This design comes from an exercise in tuning for small area, a short achievable clock period and few clock cycles per item on the open sky130 flow, not from production work.
Where RTL was checked, it was by simulation tests only, not by an equivalence proof against the original.
No activity file was given, so power comes from the tool's default toggle rates.

==> flow/design.v (excerpt) <==
module kg9_decunit (
    input  wire         clk,
    input  wire         rst,
    input  wire         start,
    input  wire [2:0]   op,
    input  wire [127:0] a,
    input  wire [127:0] b,
    input  wire [13:0]  imm,
    output wire         ready,
    output reg          done,
    output wire [127:0] res,
    output wire [127:0] rem,
    output wire         z,
    output wire         n,
    output reg          dv,
    output reg          exc_data,
    output reg          exc_div
);
    localparam OP_ADDP = 3'd0, OP_SUBP = 3'd1, OP_MULP = 3'd2,
               OP_DIVP = 3'd3, OP_CMPP = 3'd4, OP_SHRP = 3'd5;
    localparam S_IDLE = 4'd8, S_EXEC = 4'd1, S_MUL = 4'd2, S_DIV = 4'd3,
               S_SHL  = 4'd4, S_SHR  = 4'd5, S_SHF = 4'd6, S_NEG = 4'd7;
    reg [3:0]   state;
    reg [2:0]   op_r;
    reg [123:0] x1;
    reg [127:0] x2;
    reg [127:0] x3;
    reg [3:0]   asn, bsn;    
    reg [4:0]   scale;
    reg [5:0]   sh;
    reg [3:0]   rnd;
    reg [4:0]   cnt;         
    reg [3:0]   drop;        
    reg [2:0]   md;          
    reg         mneg;        
    reg         mcy;         
    reg         mbig;        
  ...
export LEC_CHECK = 0
export ABC_AREA = 0
export CAP_MARGIN = 40
export CORE_MARGIN = 2
export CORE_UTILIZATION = 36
export SLEW_MARGIN = 40
create_clock -name core_clock -period 50.0 [get_ports {clk}]
standard.sh (not shown) runs the stock make flow with config.mk's settings and CLKGATE_MAP_FILE= SYNTH_SCRIPT=/design/flow/synth_recipe.tcl, a recipe that flattens the netlist after the stock synthesis.
==> flow/flow/run.sh <==
#!/bin/bash
# Layout: the standard flow (standard.sh) unchanged, except that the
# buffers ORFS puts on the input and output ports are buf_1 cells.
set -e
export BUFFER_PORTS_ARGS="-buffer_cell sky130_fd_sc_hd__buf_1"
bash standard.sh > standard.log 2>&1
==> next run, changes <==
--- a/flow/design.v
+++ b/flow/design.v
@@ -161,13 +161,12 @@
     reg         negdo;       
     reg [3:0]   qacc;        
     reg [4:0]   la;          
     reg [5:0]   nstep;       
     reg [4:0]   nreal;       
     reg         cur_real;    
-    reg         dfirst;      
     reg         lost;        
     reg         ovf;         
     reg         sflag;       
     reg         remneg;      
     reg [3:0]   resq;        
     reg         mfirst;      
@@ -344,28 +343,22 @@
         end
     end
     wire [30:0] pos = 31'd1 << (la - 5'd1);
     reg  [3:0]   d_next;
     reg  [123:0] clr;
     integer j;
-    wire two = (lb_n >= 5'd2) && (lead_n >= 5'd2);
-    reg  [3:0] lead_d2;   
     always @(*) begin
-        d_next  = 4'd0;
-        lead_d2 = 4'd0;
-        for (j = 0; j < 30; j = j + 1) begin
-            d_next  = d_next  | ({4{pos[j+1]}}  & x1[4*j +: 4]);
-            lead_d2 = lead_d2 | ({4{top1[j+1]}} & x1[4*j +: 4]);
-        end
+        d_next = 4'd0;
+        for (j = 0; j < 30; j = j + 1)
+            if (pos[j+1]) d_next = x1[4*j +: 4];
         for (j = 0; j < 31; j = j + 1)
-            clr[4*j +: 4] = {4{(pos[j] | (dfirst & (j > 0) & pos[(j > 0) ? j-1 : 0])) & cur_real}};
+            clr[4*j +: 4] = {4{pos[j] & cur_real}};
     end
     wire [123:0] x1c    = x1 & ~clr;
     wire [123:0] x1_qn  = {x1c[119:0], div_q};
-    wire [3:0]   d_in   = (state == S_EXEC) ? (two ? lead_d2 : lead_d) :
-                          (nreal != 5'd0) ? d_next : 4'd0;
+    wire [3:0]   d_in   = (state == S_EXEC) ? lead_d : (nreal != 5'd0) ? d_next : 4'd0;
     wire         div_ov = ovf | (x1c[123:120] != 4'd0);
     wire exec_ok = (state == S_EXEC) && !bad;
     wire mul_swap = (lb_n < lead_n);            
     wire mul_go  = (state == S_MUL) || (exec_ok && is_mul && !mul_swap);
     wire shl_go  = (state == S_SHL) || (exec_ok && is_shrp && sh != 6'd0 && !sh[5]);
     wire shr_go  = (state == S_SHR) || (exec_ok && is_shrp && sh[5]);
@@ -376,14 +369,13 @@
     wire mul_ov  = (is_exec ? (mlen >= 6'd33) : mbig) |
                    ((is_exec ? (mlen == 6'd32) : m32) & (sum[127:124] != 4'd0));
     wire x2_shift = (state == S_EXEC && is_div) ||
                     (state == S_DIV && div_fin && nstep != 6'd0);
     always @(posedge clk)
         x2 <= state[3] ? {4'd0, a[127:4]} :
-              x2_shift ? {sum[123:4], sum[3:0] | ((is_exec && two) ? lead_d : 4'd0), d_in} :
-              sum;
+              x2_shift ? {sum[123:0], d_in} : sum;
     always @(posedge clk) begin
         begin
             done <= 1'b0;
             if (state[3]) begin
                 op_r  <= op;
                 x1    <= a[127:4];
@@ -462,21 +454,20 @@
                                 zzn   <= 1'b1;
                                 zsg   <= 1'b1;
                                 remz  <= 1'b1;
                                 done  <= 1'b1;
                                 state <= S_IDLE;
                             end else begin
-                                la       <= two ? lead_n - 5'd1 : lead_n;
-                                dfirst   <= two;
+                                la       <= lead_n;
                                 lbd      <= 32'd1 << lb_n;
                                 bw       <= {bd1, bd0};
                                 bhk      <= {bhi5, bhi4, bhi2, bhi};
                                 tryp     <= 1'b0;
-                                nreal    <= lead_n - (two ? 5'd2 : 5'd1);
+                                nreal    <= lead_n - 5'd1;
                                 cur_real <= 1'b1;
-                                nstep    <= {1'b0, lead_n} + {1'b0, scale} - (two ? 6'd2 : 6'd1);
+                                nstep    <= {1'b0, lead_n} + {1'b0, scale} - 6'd1;
                                 state    <= S_DIV;
                             end
                         end
                         default: sflag <= sb;    
                     endcase
                 end
@@ -513,13 +504,12 @@
                     ovf   <= div_ov;
                     qacc  <= 4'd0;
                     qnz   <= qnz | (div_q != 4'd0);
                     nstep <= nstep - 6'd1;
                     nreal <= (nreal != 5'd0) ? nreal - 5'd1 : 5'd0;
                     cur_real <= (nreal != 5'd0);
-                    dfirst   <= 1'b0;
                     if (div_ov) begin
                         exc_div <= 1'b1;
                         done    <= 1'b1;
                         state   <= S_IDLE;
                     end else if (nstep == 6'd0) begin
                         zzn   <= !(qnz | (div_q != 4'd0));
Outcome: The new run produced a clean layout. Power is lower by a little under a tenth. Non-clock buffer count is lower by 105. Setup slack gains 0.69 ns. Hold slack gains 0.023 ns. Final area is lower by a few percent.
Testbench counts after the change, summed over its fixed seeds: cycles 12,996, ops 2,400.
For the first run of this note, only the layout was checked, not whether the RTL still works.


## the reference run
Another version of the RTL of kg9_decunit (not shown whole).
Size in the first run: roughly 560 flip-flops, roughly 540 I/O pins, about 66000 µm² of cells after synthesis.
==> flow/config.mk <==
export PLATFORM = sky130hd
export DESIGN_NAME = kg9_decunit
export DESIGN_NICKNAME = kg9_decunit
export VERILOG_FILES = /design/flow/design.v
export SDC_FILE = /design/flow/constraint.sdc
export NUM_CORES = 8
export LEC_CHECK = 0
export ABC_AREA = 0
export CAP_MARGIN = 40
export CORE_MARGIN = 2
export CORE_UTILIZATION = 30
export SLEW_MARGIN = 40
==> flow/constraint.sdc <==
create_clock -name core_clock -period 50.0 [get_ports {clk}]
set_input_delay 10.0000 -clock core_clock [delete_from_list [all_inputs] [get_ports {clk}]]
set_output_delay 10.0000 -clock core_clock [all_outputs]
set_load 0.01 [all_outputs]
run.sh (not shown) runs the stock make flow with config.mk's settings and CLKGATE_MAP_FILE= SYNTH_SCRIPT=/design/flow/synth_recipe.tcl, a recipe that flattens the netlist after the stock synthesis.
Stock flow here: none of the scripts above is used.
> inputs changed (the reference run -> the trial run)
--- a/flow/design.v
+++ b/flow/design.v
@@ -176,19 +176,19 @@
     reg [7:0]   resq;        
     reg         mfirst;      
     reg         iscmp;       
     reg         zzn;         
     reg         zsg;         
     reg         remz;        
     reg         qnz;         
     reg [31:0]  lbd;         
     reg [7:0]   bw;          
-    reg [59:0]  bhk;         
+    reg [47:0]  bhk;         
     reg         tryp;        
     reg         dneg;        
     wire sa = (asn == 4'hD);
     wire sb = (bsn == 4'hD);
     assign ready = state[3];
     genvar ri;
     generate
         for (ri = 0; ri < 8; ri = ri + 1) begin : g_res
             localparam integer LO = 4 + 16 * ri;
@@ -273,23 +273,22 @@
         end
     end
     wire [11:0] rw = {rd2, rd1, rd0};
     wire [7:0]  bwn = {bd1, bd0};
     wire [11:0] bwi;                     
     assign bwi[3:0]  = (bd0 == 4'd9) ? 4'd0 : bd0 + 4'd1;
     assign bwi[7:4]  = (bd0 != 4'd9) ? bd1 : (bd1 == 4'd9) ? 4'd0 : bd1 + 4'd1;
     assign bwi[11:8] = {3'd0, bwn == 8'h99};
     wire [11:0] bhi = (lb_n <= 5'd2) ? {4'd0, bwn} : bwi;
-    wire [11:0] bhi2, bhi4, bhi5, bhi8;
+    wire [11:0] bhi2, bhi4, bhi5;
     kg9_bcd_x2 #(.N(3)) u_h2 (.x(bhi),  .y(bhi2));
     kg9_bcd_x2 #(.N(3)) u_h4 (.x(bhi2), .y(bhi4));
     kg9_bcd_x5 #(.N(3)) u_h5 (.x(bhi),  .y(bhi5));
-    kg9_bcd_x2 #(.N(3)) u_h8 (.x(bhi4), .y(bhi8));
     wire [11:0] bw1 = {4'd0, bw};
     wire [11:0] bw2, bw3, bw5, bw6;
     kg9_bcd_x2 #(.N(3)) u_l2 (.x(bw1),  .y(bw2));
     kg9_bcd_x5 #(.N(3)) u_l5 (.x(bw1),  .y(bw5));
     kg9_bcd_x2 #(.N(3)) u_l6 (.x(bw3),  .y(bw6));
     wire [4:0] s30 = bw2[3:0] + bw1[3:0];
     wire       c30 = (s30 > 5'd9);
     wire [4:0] s31 = bw2[7:4] + bw1[7:4] + {4'd0, c30};
     wire       c31 = (s31 > 5'd9);
@@ -311,30 +310,28 @@
             g1 = dgt(r[7:4], t[7:4]);    e1 = (r[7:4] == t[7:4]);
             g0 = dgt(r[3:0], t[3:0]) | (r[3:0] == t[3:0]);
             ge3 = g2 | (e2 & (g1 | (e1 & g0)));
         end
     endfunction
     wire ge1 = ge3(rw, bhk[11:0]);
     wire ge2 = ge3(rw, bhk[23:12]);
     wire ge4 = ge3(rw, bhk[35:24]);
     wire ge5 = ge3(rw, bhk[47:36]);
-    wire ge8 = ge3(rw, bhk[59:48]);
-    wire q8  = ge8;
     wire lt1 = !ge3(rw, bw1);
     wire lt2 = !ge3(rw, bw2);
     wire lt3 = !ge3(rw, bw3);
     wire lt5 = !ge3(rw, bw5);
     wire lt6 = !ge3(rw, bw6);
-    wire [3:0] est_m   = q8 ? 4'd4 : ge5 ? 4'd5 : ge4 ? 4'd4 : ge2 ? 4'd2 : ge1 ? 4'd1 : 4'd0;
-    wire       est_fin = !q8 && (ge5 ? lt6 : ge4 ? lt5 : ge2 ? lt3 : ge1 ? lt2 : lt1);
+    wire [3:0] est_m   = ge5 ? 4'd5 : ge4 ? 4'd4 : ge2 ? 4'd2 : ge1 ? 4'd1 : 4'd0;
+    wire       est_fin = ge5 ? lt6 : ge4 ? lt5 : ge2 ? lt3 : ge1 ? lt2 : lt1;
     wire       div_try = !tryp && !ge1 && !lt1;       
     wire [3:0] div_sel = tryp ? {3'd0, dneg} :
-                         {ge5 & !q8, (ge4 & !ge5) | q8, ge2 & !ge4, (ge1 & !ge2) | (!ge1 & !lt1)};
+                         {ge5, ge4 & !ge5, ge2 & !ge4, (ge1 & !ge2) | (!ge1 & !lt1)};
     wire       div_fin = tryp || (!div_try && est_fin);
     wire [3:0] div_q   = qacc + (tryp ? {3'd0, !dneg} : est_m);
     wire is_mul  = (op_r == OP_MULP);
     wire is_div  = (op_r == OP_DIVP);
     wire is_shrp = (op_r == OP_SHRP);
     wire is_neg  = (state == S_NEG) && negdo;
     wire eff_sub = sa ^ sb ^ (op_r == OP_SUBP || op_r == OP_CMPP);
     wire zero_x  = is_neg || (state == S_SHF) || (state == S_MUL && mfirst) ||
                    (state == S_EXEC && (is_mul || is_div || is_shrp));
@@ -376,19 +373,19 @@
         end
     end
     wire [30:0] pos = 31'd1 << (la - 5'd1);
     reg  [3:0]   d_next;
     reg  [123:0] clr;
     integer j;
     always @(*) begin
         d_next = 4'd0;
         for (j = 0; j < 30; j = j + 1)
-            d_next = d_next | ({4{pos[j+1]}} & x1[4*j +: 4]);
+            if (pos[j+1]) d_next = x1[4*j +: 4];
         for (j = 0; j < 31; j = j + 1)
             clr[4*j +: 4] = {4{pos[j] & cur_real}};
     end
     wire [123:0] x1c    = x1 & ~clr;
     wire [123:0] x1_qn  = {x1c[119:0], div_q};
     wire [3:0]   d_in   = (state == S_EXEC) ? lead_d : (nreal != 5'd0) ? d_next : 4'd0;
     wire         div_ov = ovf | (x1c[123:120] != 4'd0);
     wire exec_ok = (state == S_EXEC) && !bad;
     wire mul_swap = (lb_n < lead_n);            
@@ -491,19 +488,19 @@
                                 zzn   <= 1'b1;
                                 zsg   <= 1'b1;
                                 remz  <= 1'b1;
                                 done  <= 1'b1;
                                 state <= S_IDLE;
                             end else begin
                                 la       <= lead_n;
                                 lbd      <= 32'd1 << lb_n;
                                 bw       <= {bd1, bd0};
-                                bhk      <= {bhi8, bhi5, bhi4, bhi2, bhi};
+                                bhk      <= {bhi5, bhi4, bhi2, bhi};
                                 tryp     <= 1'b0;
                                 nreal    <= lead_n - 5'd1;
                                 cur_real <= 1'b1;
                                 nstep    <= {1'b0, lead_n} + {1'b0, scale} - 6'd1;
                                 state    <= S_DIV;
                             end
                         end
                         default: sflag <= sb;    
                     endcase
Notes after the runs:
- Relative to the reference run, pin count of the biggest net entering global routing has gone down in the trial run.
- The trial run | status: complete | timing, DRC, antenna: pass
- Compared with the reference run, in the trial run floorplan die width has decreased; routed wire length higher.
- Of the two values seen for timing startpoint of the critical path, lbd[26] was produced by the reference run and lbd[6] by the trial run.
- The trial run vs. the reference run: area growth from synthesis to final layout now larger; final critical delay including setup and external delays has decreased.
No functional check of the RTL was part of any run of this note.

[what the ideal ports hide]
The flow's constraints put no driver on any port. The routed layouts listed below were extracted and timed again, unchanged, in two steps. Step 1 (the two cells are an assumption about what drives the block):
set clk [get_ports {clk}]
set_driving_cell -lib_cell sky130_fd_sc_hd__clkbuf_16 $clk
set_driving_cell -lib_cell sky130_fd_sc_hd__buf_2 [delete_from_list [all_inputs] $clk]
Step 2 times the ports against the registers' clock, not the clock port: input delays grow and output delays shrink by t, the midpoint of the rising clock arrivals with the driver on. a / b / c = no drivers / after step 1 / after step 2; a / b = the first two.
| run | t, ns | setup WS [ns] | worst setup path after step 2 | worst slew at a driven data input, ns |
|---|---|---|---|---|
| the first run of note 1 | 0.847 | 36.719 / 36.719 / 36.719 | register to register | 0.26 |
| the second run of note 1 | 0.835 | 37.411 / 37.321 / 37.876 | register to register | 0.10 |
| the reference run | 0.825 | 36.543 / 36.543 / 36.543 | register to register | 0.09 |
| the trial run | 0.843 | 36.917 / 36.917 / 36.917 | register to register | 0.13 |
After both steps setup and hold are still met in every run listed.
